From an optimization exercise on the open Yosys and OpenROAD flow, aimed at small area, a short achievable clock period and few clock cycles; shortcuts taken in it are not production practice.
In this exercise RTL edits were held to simulation tests only and were not proved equivalent to the original.

==> build 50: inputs <==
==> flow/design.v (excerpt) <==
module logic_core (
    input  wire        clk,
    input  wire        rst,
    input  wire        start,
    input  wire        cold,
    input  wire        rate_hi,
    input  wire [13:0] scan_ticks,
    output reg         done,
    output wire [13:0] imem_addr,
    input  wire [31:0] imem_rdata,
    output wire [11:0] bra_addr,
    input  wire        bra_data,
    output wire [11:0] brb_addr,
    input  wire        brb_data,
    output wire        bw_en,
    output wire [11:0] bw_addr,
    output wire        bw_data,
    output wire [11:0] wra_addr,
    input  wire [31:0] wra_data,
    output wire [11:0] wrb_addr,
    input  wire [31:0] wrb_data,
    output wire        ww_en,
    output wire [11:0] ww_addr,
    output wire [31:0] ww_data,
    output wire [7:0]  st_addr,
    input  wire [33:0] st_rdata,
    output wire        st_we,
    output wire [33:0] st_wdata
);
==> flow/config.mk <==
export PLATFORM = sky130hd
export DESIGN_NAME = logic_core
export DESIGN_NICKNAME = logic_core
export VERILOG_FILES = /design/flow/design.v
export SDC_FILE = /design/flow/constraint.sdc
export NUM_CORES = 4
export LEC_CHECK = 0
export ABC_AREA = 1
export CAP_MARGIN = 20
export CORE_MARGIN = 2
export CORE_UTILIZATION = 40
export SLEW_MARGIN = 20
==> flow/constraint.sdc <==
create_clock -name core_clock -period 22.0 [get_ports {clk}]
set_input_delay 4.4000 -clock core_clock [delete_from_list [all_inputs] [get_ports {clk}]]
set_output_delay 4.4000 -clock core_clock [all_outputs]
set_load 0.01 [all_outputs]
standard.sh (not shown) runs the stock make flow with config.mk's settings and CLKGATE_MAP_FILE= SYNTH_SCRIPT=/design/flow/synth_recipe.tcl, a recipe that flattens the netlist after the stock synthesis.
==> flow/flow/run.sh <==
#!/bin/bash
# The standard layout (bash standard.sh) with two changes to how ORFS
# builds it; the SDC, the clock period and every other setting stay the standard flow's.
#  - repair_timing is asked to leave extra setup slack (SETUP_SLACK_MARGIN,
#    in ns), so that the layout's paths come out shorter than the clock
#    period requires;
#  - the port buffers that global placement inserts on every input and
#    output are buf_2 cells instead of ORFS's default delay buffers.
set -euo pipefail
export SETUP_SLACK_MARGIN=15
export BUFFER_PORTS_ARGS="-buffer_cell sky130_fd_sc_hd__buf_2"
bash standard.sh > standard.log 2>&1
==> build 35: changes against build 50 <==
--- a/flow/design.v
+++ b/flow/design.v
@@ -60,17 +60,16 @@
     reg [31:0] xwd;          
     reg [31:0] xws;          
     reg        pr;
     reg [11:0] annul;
     reg [31:0] acc;          
     reg [31:0] q;            
     reg [4:0]  idx;          
     reg [3:0]  trem;         
-    reg [10:0] tT;           
     reg        qneg;         
     reg        bneg_r, btwo_r, bzero_r;    
     reg        w_ben, w_bdat, w_wen, w_sen;
     reg [11:0] w_baddr, w_waddr;
     reg [7:0]  w_saddr;
     reg [1:0]  w_sflg;
     function is_tc_op;
         input [5:0] o;
@@ -224,18 +223,16 @@
     wire [31:0] t_thr    = rate_r ? 32'd30923765 : 32'd10307922;
     wire [31:0] t_lim    = t_thr - {18'd0, scan_r};
     wire        t_sat    = t_base >= t_lim;
     wire [4:0]  t_msb    = msb32(t_base | {18'd0, scan_r});
     wire [4:0]  t_top    = (t_msb == 5'd31) ? 5'd15 : ((t_msb + 5'd1) >> 1);
     wire        t_long   = (xop == OP_TON && xbs) || (xop == OP_TOF && !xbs && xf1) ||
                            (xop == OP_TP && tp_run);
     wire [14:0] t_step   = tl(rate_r, trem, q[{idx[3:0], 1'b0} +: 2]);
-    wire [3:0]  idx_m1   = idx[3:0] - 4'd1;
-    wire [14:0] t_next   = tl(rate_r, t_step[14:11], q[{idx_m1, 1'b0} +: 2]);
     wire [31:0] t_et     = qneg ? 32'h7FFF_FFFF : acc;
     wire        cnt_edge = xbs && !xf0 && !cold_r;
     wire        cnt_dn   = (xop == OP_CTD);
     wire [31:0] cv_pm    = xwd + {{31{cnt_dn}}, 1'b1};
     wire        cv_move  = cnt_edge && (xwd != {cnt_dn, {31{!cnt_dn}}});
     wire [31:0] cv_new   = cv_move ? cv_pm : xwd;
     reg  [32:0] add_a, add_b;
     reg         add_c;
@@ -256,17 +253,17 @@
             end
             X_DIVF: begin
                 add_a = 33'd0;
                 add_b = {1'b0, q ^ {32{qneg}}};
                 add_c = qneg;
             end
             X_TIM: begin
                 add_a = {acc[30:0], 2'b00};
-                add_b = {22'd0, tT};
+                add_b = {22'd0, t_step[10:0]};
                 add_c = 1'b0;
             end
             X_TIMF: begin
                 add_a = {1'b0, t_et};
             end
             default: begin
                 case (xop)
                     OP_ADD: begin
@@ -283,18 +280,17 @@
                         add_b = {19'd0, scan_r};
                         add_c = 1'b0;
                     end
                     default: ;    
                 endcase
             end
         endcase
     end
-    wire [32:0] sum;
-    csel_add33 u_add (.a(add_a), .b(add_b), .ci(add_c), .s(sum));
+    wire [32:0] sum    = add_a + add_b + {32'd0, add_c};
     wire        lt     = sum[32];
     wire        eq     = (xwd == xws);
     wire        t_ovf  = t_base > ~{18'd0, scan_r};     
     wire [31:0] t_newc = t_ovf ? 32'hFFFF_FFFF : sum[31:0];
     wire        cnt_q = (xop == OP_CTU) ? (!lt || (cv_move && cv_pm == xws))
                                         : (cv_new[31] || cv_new == 32'd0);
     reg x_fin;
     always @(*) begin
@@ -476,22 +472,22 @@
                 x_v <= 1'b0;
                 run <= 1'b0;
             end else if (x_fin || !x_v) begin
                 x_v <= r_adv;
             end
             if (r_adv && r_owned)
                 st_idx <= st_idx + 8'd1;
             if (!run) begin
-                ir     <= imem_rdata;
-                wa_r   <= imem_rdata[23:12];
-                wb_r   <= imem_rdata[11:0];
                 if (start) begin
                     run    <= 1'b1;
                     r_v    <= 1'b1;
+                    ir     <= imem_rdata;
+                    wa_r   <= imem_rdata[23:12];
+                    wb_r   <= imem_rdata[11:0];
                     pc     <= (imem_rdata[31:26] == OP_END) ? 14'd0 : 14'd1;
                     h2     <= 1'b0;
                     pr     <= 1'b0;
                     annul  <= 12'd0;
                     st_idx <= 8'd0;
                     cold_r <= cold;
                     rate_r <= rate_hi;
                     scan_r <= scan_ticks;
@@ -530,35 +526,33 @@
                     acc  <= 32'd0;
                     q    <= (d_zero || q_zero) ? 32'd0 : sum[31:0];
                     idx  <= 5'd31;
                     qneg <= a_neg ^ d_neg && !(d_zero || q_zero);
                 end
                 if (is_timer) begin
                     acc  <= 32'd0;
                     trem <= 4'd0;
-                    tT   <= 11'd0;
                     q    <= t_newc;
-                    idx  <= t_top + 5'd1;     
+                    idx  <= t_top;
                     qneg <= t_sat;
                 end
             end
             X_MUL: begin
                 acc <= sum[31:0];
                 idx <= idx - 5'd1;
             end
             X_DIV: begin
                 acc <= lt ? {acc[30:0], q[31]} : sum[31:0];
                 q   <= {q[30:0], !lt};
                 idx <= idx - 5'd1;
             end
             X_TIM: begin
                 acc  <= sum[31:0];
                 trem <= t_step[14:11];
-                tT   <= t_next[10:0];
                 idx  <= idx - 5'd1;
             end
             default: ;
         endcase
         bneg_r  <= bdig[2] && !(bdig[1] && bdig[0]);
         btwo_r  <= (bdig == 3'b011) || (bdig == 3'b100);
         bzero_r <= (bdig == 3'b000) || (bdig == 3'b111);
         if (e_wen)
@@ -575,29 +569,8 @@
             xbs   <= brb_data;
             xwd   <= r_timer ? st_rdata[31:0] : wra_data;
             xws   <= wrb_data;
             xf0   <= st_rdata[32];
             xf1   <= st_rdata[33];
         end
     end
 endmodule
-module csel_add33 (
-    input  wire [32:0] a,
-    input  wire [32:0] b,
-    input  wire        ci,
-    output wire [32:0] s
-);
-    wire [8:0] s0   = {1'b0, a[7:0]}   + {1'b0, b[7:0]} + {8'd0, ci};
-    wire [8:0] s1_0 = {1'b0, a[15:8]}  + {1'b0, b[15:8]};
-    wire [8:0] s1_1 = {1'b0, a[15:8]}  + {1'b0, b[15:8]} + 9'd1;
-    wire [8:0] s2_0 = {1'b0, a[23:16]} + {1'b0, b[23:16]};
-    wire [8:0] s2_1 = {1'b0, a[23:16]} + {1'b0, b[23:16]} + 9'd1;
-    wire [8:0] s3_0 = a[32:24] + b[32:24];
-    wire [8:0] s3_1 = a[32:24] + b[32:24] + 9'd1;
-    wire c8  = s0[8];
-    wire c16 = c8  ? s1_1[8] : s1_0[8];
-    wire c24 = c16 ? s2_1[8] : s2_0[8];
-    assign s[7:0]   = s0[7:0];
-    assign s[15:8]  = c8  ? s1_1[7:0] : s1_0[7:0];
-    assign s[23:16] = c16 ? s2_1[7:0] : s2_0[7:0];
-    assign s[32:24] = c24 ? s3_1 : s3_0;
-endmodule
==> flow/flow/run.sh (replaced) <==
#!/bin/bash
# The standard layout (bash standard.sh) with two changes to how ORFS
# builds it; the SDC, the clock period and every other setting stay the standard flow's.
#  - repair_timing is asked to leave extra setup slack (SETUP_SLACK_MARGIN,
#    in ns), so that the layout's paths come out shorter than the clock
#    period requires;
#  - the port buffers that global placement inserts on every input and
#    output are buf_2 cells instead of ORFS's default delay buffers.
set -euo pipefail
export SETUP_SLACK_MARGIN=16
export BUFFER_PORTS_ARGS="-buffer_cell sky130_fd_sc_hd__buf_2"
bash standard.sh > standard.log 2>&1
CORE_UTILIZATION = 50   (was 40)
==> out/results.ini <==
[cells_and_area]
syn2layout_area_growth_pct = 12.5
multi_input_area_sq_um = 19600

[routing]
wl_met2_mm = 64.8

[die]
fp.dieArea_sq_um = 82900

[status]
outcome = finished clean

[worst_setup_path]
crit_required_ns = 22.34

[place]
gp_congestion = 1.04

[logic_synthesis]
synth_common_cells = nand2_1, inv_1, o21ai_0

[global_route]
grt_antenna_before_repair = 11

That was build 50.
==> out/results.ini <==
[global_route]
grt_antenna_before_repair = 7

[cells_and_area]
regArea_sq_um = 9520
multi_input_area_sq_um = 19800

[place]
gp_congestion = 1.06

[pwr]
powerDensity_nw_per_um2 = 74.5
total_power_mw = 2.70

[status]
outcome = finished clean

[routing]
wl_met2_mm = 59.1

[logic_synthesis]
synth_common_cells = nand2_1, inv_1, o21ai_0

[die]
fp.dieArea_sq_um = 64700

[worst_setup_path]
crit_required_ns = 22.35

[timing]
setup_slack_ns = 15.97

That was build 35.
Testbench counts of build 50, summed over its fixed seeds: cycles 339,198.
Testbench counts of build 35, summed over its fixed seeds: cycles 335,913.

port drivers added, routing unchanged:
The flow's constraints put no driver on any port. The routed layouts listed below were extracted and timed again, unchanged, in two steps.
Step 1, drivers: a clkbuf_16 drives clk and a buf_2 each remaining input, both assumed.
Step 2 moves the port delays by t, midway between the first and last clock arrival at a register: inputs arrive t later, outputs are due t later. That takes back most of the time a late clock gives input paths.
a / b / c = ideal / step 1 / step 2; a / b = the first two.
run | shift t [ns] | setup slack, ns | worst slew at a driven data input, ns
build 50 | 0.682 | 15.408 / 15.408 / 15.408 | 0.08
build 35 | 0.676 | 15.969 / 15.969 / 15.763 | 0.07
After both steps setup and hold are still met in every run listed. For build 35, which loses most, drivers alone change the setup slack by 0.000 ns; drivers and shift together by -0.206 ns.
